What follows belongs to an exercise in optimizing a design on an open flow for small area, a short achievable clock period and few clock cycles per item; a production flow would make more cautious choices.
The RTL was checked by simulation tests, not by an equivalence proof against the original design.

## flow/design.v (module list and top-level ports; edited modules follow where they fit)
// module winnow_key: 1928 lines
module winnow_key (
    input  wire        clk,
    input  wire        rst,
    input  wire        req_valid,
    output wire        req_ready,
    input  wire [31:0] req_period,
    input  wire [9:0]  req_n_inst,
    input  wire [15:0] req_i_pred,
    input  wire        req_pol,
    input  wire [15:0] req_p_sw,
    input  wire [7:0]  req_k_th,
    input  wire [7:0]  req_th_code,
    input  wire        cell_valid,
    output wire        cell_ready,
    input  wire        cell_last,
    input  wire [15:0] cell_vcap,
    input  wire [18:0] cell_tau,
    input  wire [23:0] cell_cgain,
    input  wire [7:0]  cell_temp,
    input  wire        cell_ins,
    input  wire [9:0]  cell_pos,
    output reg         out_valid,
    output reg         out_last,
    output reg  [33:0] out_ck
);
  // ...
==> flow/flow/run.sh <==
#!/bin/bash
set -euo pipefail
here=$(pwd)
bash standard.sh "BUFFER_PORTS_ARGS=-buffer_cell sky130_fd_sc_hd__buf_4" \
    "POST_GLOBAL_PLACE_TCL=$here/flow/input_buffers.tcl" \
    "CTS_ARGS=-sink_clustering_enable -repair_clock_nets -sink_clustering_size 24 -sink_clustering_max_diameter 100 -sink_clustering_levels 1" finish > flow_make.log 2>&1
==> flow/flow/input_buffers.tcl <==
# After global placement: the standard flow has buffered every port with
# sky130_fd_sc_hd__buf_4 (BUFFER_PORTS_ARGS in run.sh); the inputs have timing
# slack, so their buffers are made sky130_fd_sc_hd__buf_1. The output buffers,
# which drive the output load, stay buf_4.
set n 0
foreach inst [get_cells input*] {
  if { [get_property $inst ref_name] == "sky130_fd_sc_hd__buf_4" } {
    replace_cell $inst sky130_fd_sc_hd__buf_1
    incr n
  }
}
puts "input port buffers made sky130_fd_sc_hd__buf_1: $n"
==> flow/standard.sh <==
#!/bin/bash
# synth_recipe.tcl (not shown) runs the flow's synth.tcl, then flattens the netlist and writes it again
# the make line also repeats each setting of config.mk as NAME=value (left out here)
make -C /OpenROAD-flow-scripts/flow DESIGN_CONFIG=/design/flow/config.mk WORK_HOME=/design/flow/orfs CLKGATE_MAP_FILE= SYNTH_SCRIPT=/design/flow/synth_recipe.tcl "${@:-finish}"
==> flow/config.mk <==
export PLATFORM = sky130hd
export DESIGN_NAME = winnow_key
export DESIGN_NICKNAME = winnow_key
export VERILOG_FILES = /design/flow/design.v
export SDC_FILE = /design/flow/constraint.sdc
export NUM_CORES = 4
export LEC_CHECK = 0
export ABC_AREA = 1
export CAP_MARGIN = 20
export CORE_MARGIN = 2
export CORE_UTILIZATION = 55
export CTS_CLUSTER_DIAMETER = 100
export CTS_CLUSTER_SIZE = 24
export SLEW_MARGIN = 20
==> flow/constraint.sdc <==
create_clock -name core_clock -period 25.0 [get_ports {clk}]
set_input_delay 5.0000 -clock core_clock [delete_from_list [all_inputs] [get_ports {clk}]]
set_output_delay 5.0000 -clock core_clock [all_outputs]
set_load 0.01 [all_outputs]
==> impl_summary.txt, run 1 <==
----------------------------------------------------
[Global routing]
  Met3 Use GR ... 4.26%
  Pin count of the biggest net entering global routing ... 70
  Via count of the first global-routing pass ... 35,203

[CTS]
  Clock tree root driver cell ... clkbuf_16

[Finish]
  Inserted Diodes ... 2
  Post-synthesis to final-layout area growth ... 5.44%
  Dominant kind of cell by area ... multi-input combinational cells
  Most used cells in the layout excluding fill and tap cells ... inv_1, xnor2_1, o22ai_1, nand2_1, fa_1
  Signal buf overhead ... 2.70%
  Inverters ... 1,150

[Timing]
  Total count of max-transition violations in the final report ... 0
  Post-route setup slack ... 18.87 ns

[Drt]
  Met3 wirelength from detailed routing ... 7970 um
  Average wire per cell in the routed design ... 18.7 um
  Avg Vias per Cell ... 5.45
  Via count ... 34,914

[Run status]
  Run status ... complete, no violations

[Logic synthesis]
  Register area share after synthesis ... 19.9%
  Synth Area in Compound Gates ... 14.0%
  Mapped Nets ... 6,336
  Dominant combinational cell family by area after synthesis ... adder cells

[Place]
  Port-buffer cells ... 211
  Cell area after placement ... 0.0463 mm^2

[Setup path]
  Reg2Reg Depth ... 21
  Cell class contributing the biggest share of worst-path delay ... flip-flops

----------------------------------------------------
Testbench counts, summed over its fixed seeds: cycles 12,040, items 11,512.
==> run 2: changes to the inputs <==
==> flow/flow/run.sh (replaced) <==
#!/bin/bash
set -euo pipefail
here=$(pwd)
res=$here/orfs/results/${FLOW_PLATFORM:-sky130hd}/winnow_key/base
args=("BUFFER_PORTS_ARGS=-buffer_cell sky130_fd_sc_hd__buf_4"
      "POST_GLOBAL_PLACE_TCL=$here/flow/input_buffers.tcl")
bash standard.sh "${args[@]}" "$res/1_2_yosys.v" > flow_make_synth.log 2>&1
cp "$res/1_2_yosys.v" "$here/1_2_yosys.standard.v"
python3 "$here/flow/fa_polarity.py" "$here/1_2_yosys.standard.v" "$res/1_2_yosys.v" > fa_polarity.log 2>&1
bash standard.sh "${args[@]}" finish > flow_make.log 2>&1
==> flow/flow/fa_polarity.py (new file) <==
#!/usr/bin/env python3
"""Remove inverters around full adders in a flat sky130 netlist.

A full adder is self-dual: FA(~a, ~b, ~c) = (~sum, ~cout). Flipping an adder
(complementing its inputs and outputs) moves inverters from one side of it to
the other; this script flips adders, one at a time, wherever that lowers the
number of inverters, until no flip does. Registers and every other cell are
left as they are. Usage: fa_polarity.py in.v out.v
"""
import re, sys

FA = "sky130_fd_sc_hd__fa_1"
INV = "sky130_fd_sc_hd__inv_1"
OUTPINS = {"X", "Y", "Q", "SUM", "COUT", "HI", "LO", "Q_N"}

src = open(sys.argv[1]).read()
inst_re = re.compile(r"^  (sky130_fd_sc_hd__\w+) (\S+)\s+\((.*?)\n  \);\n", re.S | re.M)
pin_re = re.compile(r"\.(\w+)\(([^()]*)\)")

cells = {}          # name -> [type, {pin: net}]
order = []
first = None
for m in inst_re.finditer(src):
    if first is None:
        first = m.start()
    name = m.group(2)
    cells[name] = [m.group(1), {p: n.strip() for p, n in pin_re.findall(m.group(3))}]
    order.append(name)
last = max(m.end() for m in inst_re.finditer(src))
head, tail = src[:first], src[last:]
ports = set()
for m in re.finditer(r"^\s*(input|output)\s+(?:\[(\d+):(\d+)\]\s+)?(\S+);", head, re.M):
    if m.group(2):
        for i in range(int(m.group(3)), int(m.group(2)) + 1):
            ports.add("%s[%d]" % (m.group(4), i))
    else:
        ports.add(m.group(4))

drv, loads = {}, {}
def index():
    drv.clear(); loads.clear()
    for n, (t, pins) in cells.items():
        for p, net in pins.items():
            if p in OUTPINS:
                drv[net] = (n, p)
            else:
                loads.setdefault(net, set()).add((n, p))
index()

def connect(inst, pin, net):
    old = cells[inst][1][pin]
    if pin in OUTPINS:
        if drv.get(old) == (inst, pin):
            del drv[old]
        drv[net] = (inst, pin)
    else:
        loads[old].discard((inst, pin))
        loads.setdefault(net, set()).add((inst, pin))
    cells[inst][1][pin] = net

def remove(inst):
    t, pins = cells.pop(inst)
    for p, net in pins.items():
        if p in OUTPINS:
            if drv.get(net) == (inst, p):
                del drv[net]
        else:
            loads[net].discard((inst, p))

cnt = [0]
newnets = []
def newnet():
    cnt[0] += 1
    n = "_fapol%d_" % cnt[0]
    newnets.append(n)
    return n

def add_inv(a, y):
    cnt[0] += 1
    name = "_fapolinv%d_" % cnt[0]
    cells[name] = [INV, {"A": a, "Y": y}]
    drv[y] = (name, "Y")
    loads.setdefault(a, set()).add((name, "A"))

def is_inv(n):
    return n in cells and cells[n][0] == INV

def inv_of(net):
    """An inverter whose input is net, or None."""
    for (n, p) in loads.get(net, ()):
        if is_inv(n):
            return n
    return None

def free_net(net):
    return net not in ports and net.startswith("_")

def delta(fa):
    d = 0
    pins = cells[fa][1]
    for p in ("A", "B", "CIN"):
        net = pins[p]
        dr = drv.get(net)
        if dr and is_inv(dr[0]):
            if len(loads[net]) == 1 and free_net(net):
                d -= 1
        elif inv_of(net) is None:
            d += 1
    for p in ("SUM", "COUT"):
        net = pins[p]
        invs = [n for (n, q) in loads.get(net, ()) if is_inv(n)]
        others = [1 for (n, q) in loads.get(net, ()) if not is_inv(n)]
        if net in ports:
            others.append(1)
        invs_ok = [n for n in invs if free_net(cells[n][1]["Y"])]
        if invs_ok:
            if not others:
                d -= 1
            d -= len(invs_ok) - 1
        else:
            d += 1
    return d

def flip(fa):
    pins = cells[fa][1]
    for p in ("A", "B", "CIN"):
        net = pins[p]
        dr = drv.get(net)
        if dr and is_inv(dr[0]):
            i = dr[0]
            connect(fa, p, cells[i][1]["A"])
            if not loads[net] and free_net(net):
                remove(i)
        else:
            i = inv_of(net)
            if i is not None:
                connect(fa, p, cells[i][1]["Y"])
            else:
                nn = newnet()
                add_inv(net, nn)
                connect(fa, p, nn)
    for p in ("SUM", "COUT"):
        net = pins[p]
        invs = [n for (n, q) in list(loads.get(net, ())) if is_inv(n) and free_net(cells[n][1]["Y"])]
        others = [(n, q) for (n, q) in list(loads.get(net, ())) if n not in invs]
        if invs:
            keep = cells[invs[0]][1]["Y"]          # carries the flipped adder's output
            for i in invs[1:]:                      # the same signal: merge into keep
                y = cells[i][1]["Y"]
                for (n, q) in list(loads.get(y, ())):
                    connect(n, q, keep)
                remove(i)
            i0 = invs[0]
            remove(i0)
            connect(fa, p, keep)
            if others or net in ports:
                add_inv(keep, net)                  # the old net keeps its value
        else:
            nn = newnet()
            connect(fa, p, nn)
            add_inv(nn, net)

fas = [n for n in order if cells[n][0] == FA]
before = sum(1 for n in cells if is_inv(n))
nflips = 0
changed = True
passes = 0
while changed and passes < 20:
    changed = False
    passes += 1
    for fa in fas:
        if delta(fa) < 0:
            flip(fa)
            nflips += 1
            changed = True
after = sum(1 for n in cells if is_inv(n))
sys.stderr.write("fa_polarity: inverters %d -> %d in %d passes\n" % (before, after, passes))

# drop inverters left without loads (outputs on internal nets only)
for n in [n for n in cells if is_inv(n)]:
    y = cells[n][1]["Y"]
    if not loads.get(y) and free_net(y):
        remove(n)

out = [head.rstrip("\n") + "\n"]
for n in newnets:
    out.append("  wire %s;\n" % n)
for n, (t, pins) in cells.items():
    body = ",\n".join("    .%s(%s%s)" % (p, net, " " if net.startswith("\\") else "")
                       for p, net in pins.items())
    out.append("  %s %s (\n%s\n  );\n" % (t, n, body))
out.append(tail)
open(sys.argv[2], "w").write("".join(out))
==> impl_summary.txt, run 2 <==
----------------------------------------------------
[Run status]
  Run status ... complete, no violations (unchanged)

[Floorplanning]
  Die Span X ... 283 um (was 289 um)
  Ports ... 212 (unchanged)
  Effective utilization at floorplan ... 55.5% (was 55.6%)
  Floorplan die height ... 283 um (was 289 um)
  Core Area ... 0.0772 mm^2 (was 0.0805 mm^2)
  Total Die Area ... 0.0801 mm^2 (was 0.0837 mm^2)
  Cell row count ... 102 (was 104)

[CTS]
  Clock edge transition at the registers on the reported setup and hold paths ... 0.09 ns (was 0.10 ns)
  CTS tree ... done (unchanged)
  Number of buffers on the longest clock path ... 3 (unchanged)
  Number of hold buffers added after CTS ... 0 (unchanged)
  Worst-Skew Late Latency ... 0.60 ns (was 0.65 ns)
  Number of setup buffers added after CTS ... 0 (unchanged)
  Clock tree root driver cell ... clkbuf_16 (unchanged)
  Number of cells upsized or downsized after cts ... 0 (unchanged)
  Total clock sinks ... 411 (unchanged)
  CTS H-tree lvls ... 1 (unchanged)
  Number of buffers created by CTS ... 26 (was 27)

[Timing]
  Total count of max-transition violations in the final report ... 0 (unchanged)
  Clk_skew ... 0.0283 ns (was 0.0374 ns)
  Fraction of the cycle the final worst path needs ... 24.2% (was 24.5%)
  Setup repair after global routing missed its margin ... no (unchanged)
  Setup-failing EPs final ... 0 (unchanged)
  Worst slew pin tran ... 0.964 ns (was 1.17 ns)
  Worst hold margin ... 0.326 ns (was 0.309 ns)
  Total count of hold-check failures in the final report ... 0 (unchanged)
  Setup TNS ... 0 ns (unchanged)
  Max transition margin ... 35.7% (was 22.0%)
  Final Critical Period ... 6.04 ns (was 6.13 ns)
  Highest Clock Rate ... 0.165 GHz (was 0.163 GHz)

[Finish]
  Flip-flop count of the largest register after layout ... 43 (unchanged)
  Register bank with the most flops ... a_t (unchanged)
  Post-synthesis to final-layout area growth ... 5.64% (was 5.44%)
  End-of-flow core utilization ... 58.6% (about the same)
  Proportion of layout cells with a drive suffix above 1 ... 3.89% (was 3.52%)
  Layout Nets ... 5,824 (was 6,336)
  Most used cells in the layout excluding fill and tap cells ... xnor2_1, inv_1, o22ai_1, nand2_1, fa_1 (was inv_1, xnor2_1, o22ai_1, nand2_1, fa_1)
  Final design area excluding fillers ... 0.0452 mm^2 (was 0.0472 mm^2)
  Most common cell after layout, fill and taps aside ... xnor2_1 (was inv_1)
  Regs by FF count ... a_t x43, out_ck x34, r_per x32 (unchanged)

[Global routing]
  Number of antenna violations at the first check in global routing ... 4 (was 7)
  GRT overflow ... 0 (unchanged)
  Via count of the first global-routing pass ... 33,431 (was 35,203)
  Total GRT Usage ... 28.5% (was 28.9%)
  Global-route wire length before repair ... 184,000 um (was 191,000 um)
  Pin count of the biggest net entering global routing ... 62 (was 70)

[Drt]
  First-pass DRT Iterations ... 5 (was 6)
  Initial DRC count ... 2,507 (was 2,345)
  Avg Vias per Cell ... 5.67 (was 5.45)
  Average wire per cell in the routed design ... 19.4 um (was 18.7 um)
  Via count ... 33,266 (was 34,914)
  Post-detailed-routing wire length ... 114,000 um (was 120,000 um)
  Post-route antenna net violation count ... 0 (unchanged)
  DRC violation count after routing ... 0 (unchanged)

[Setup path]
  Endpoint of the lowest-slack register-to-register path ... a_t[42] (unchanged)
  Category of the most critical setup path ... reg2out (unchanged)
  Largest stage delay on the critical path ... 0.32 ns (was 0.36 ns)
  List of cells traversed by the critical path ... buf_4 (unchanged)
  Critical Path Source Type ... flip-flop (unchanged)
  Reg2Reg Depth ... 17 (was 21)
  Critical path's slowest cell ... dfxtp_1 (unchanged)
  Critical path buffers and inverters ... 1 (unchanged)
  Cell class contributing the biggest share of worst-path delay ... flip-flops (unchanged)
  Worst reg2reg startpoint ... s0_tone[1] (unchanged)
  Setup slack of the most critical reg-to-reg path ... 18.99 ns (was 19.02 ns)
  Worst Path Max Fanout ... 1 (unchanged)
  Nature of the critical path endpoint ... output pin (unchanged)
  Required time at the endpoint of the critical path ... 20.00 ns (about the same)
  Arrival time worst endpoint ... 1.04 ns (was 1.13 ns)

[Worst hold path]
  WHS Endpoint ... a_vcap[13] (was b_pos[7])
  Hold wc startpoint ... s0_vcap[13] (was a_pos[7])
  Worst hold path cell count ... 0 (unchanged)
  Min-delay worst type ... reg2reg (unchanged)

[Job]
  Reported max-cap violation count ... 0 (unchanged)

[Place]
  Placed wire-length estimate ... 91,100 um (was 96,800 um)
  Port-buffer cells ... 211 (unchanged)
  Cell area after placement ... 0.0443 mm^2 (was 0.0463 mm^2)

[Logic synthesis]
  Gate count after technology mapping ... 4,810 (was 5,323)
  Warnings from Yosys ... 2 (unchanged)
  Mapped cell area ... 0.0428 mm^2 (was 0.0447 mm^2)
  Mapped Nets ... 5,823 (was 6,336)
  Synth Area per Inst ... 8.90 um^2 (was 8.41 um^2)

----------------------------------------------------
[run 2: cell type report]
cell class              count  area [um^2]
inverters                 637         2390
repair buffers            258         1290
well taps                1040         1300
diodes                      2         5.00
flip-flops and latches    411         8910
clock inverters            12          191
fillers                  7077        32000
clock buffers              34          723
multi-input cells        3477        30400
[run 2: stage by stage]
stage / setup WS, ns / cells
finish: 18.96 / 5871
global route: 18.62 / 5871
CTS: 18.92 / 5869
detailed placement: 19.03 / 5823
global placement: 19.19 / 5823
floorplan: 19.39 / 4810
[run 2: worst max path at each step]
stage	from	endpoint	cells past startpoint	slack, ns
floorplan	rst	mod_run	4	19.39
global placement	s0_tone[0]	a_t[42]	17	19.19
detailed placement	s0_tone[0]	a_t[42]	17	19.03
CTS	out_ck[18]	out_ck[18]	1	18.92
global route	s0_ttwo[0]	a_t[42]	17	18.62
finish	out_ck[5]	out_ck[5]	1	18.96
[run 2: routing by layer]
layer	GRT usage, %	vias to the layer above	wire (um)
li1	-	16005	-
met1	39.9	15988	51000
met2	46.7	1103	52300
met3	3.75	168	7490
met4	7.33	2	3200
met5	0	-	13

static timing again, ports no longer ideal:
No port has a modelled driver above. Below, the same layouts with a new extraction and two added sets of constraints.
Step 1 (the two cells are an assumption about what drives the block):
set clk [get_ports {clk}]
set_driving_cell -lib_cell sky130_fd_sc_hd__clkbuf_16 $clk
set_driving_cell -lib_cell sky130_fd_sc_hd__buf_2 [delete_from_list [all_inputs] $clk]
Step 2 also shifts input and output timing later by t, the mid clock arrival at the registers, as if the neighbouring blocks saw the same clock.
Slacks: ideal / step 1 / step 2; pairs: ideal / step 1.
run	t (ns)	slack for setup (ns)	hold slack, ns	clock arrival spread, ns	worst data-port slew with drivers (ns)
run 1	0.697	18.866 / 18.798 / 18.979	0.309 / 0.309 / 0.309	0.039 / 0.039	0.17
run 2	0.657	18.957 / 18.889 / 18.994	0.326 / 0.326 / 0.326	0.028 / 0.028	0.10
After both steps every run listed still meets setup and hold.
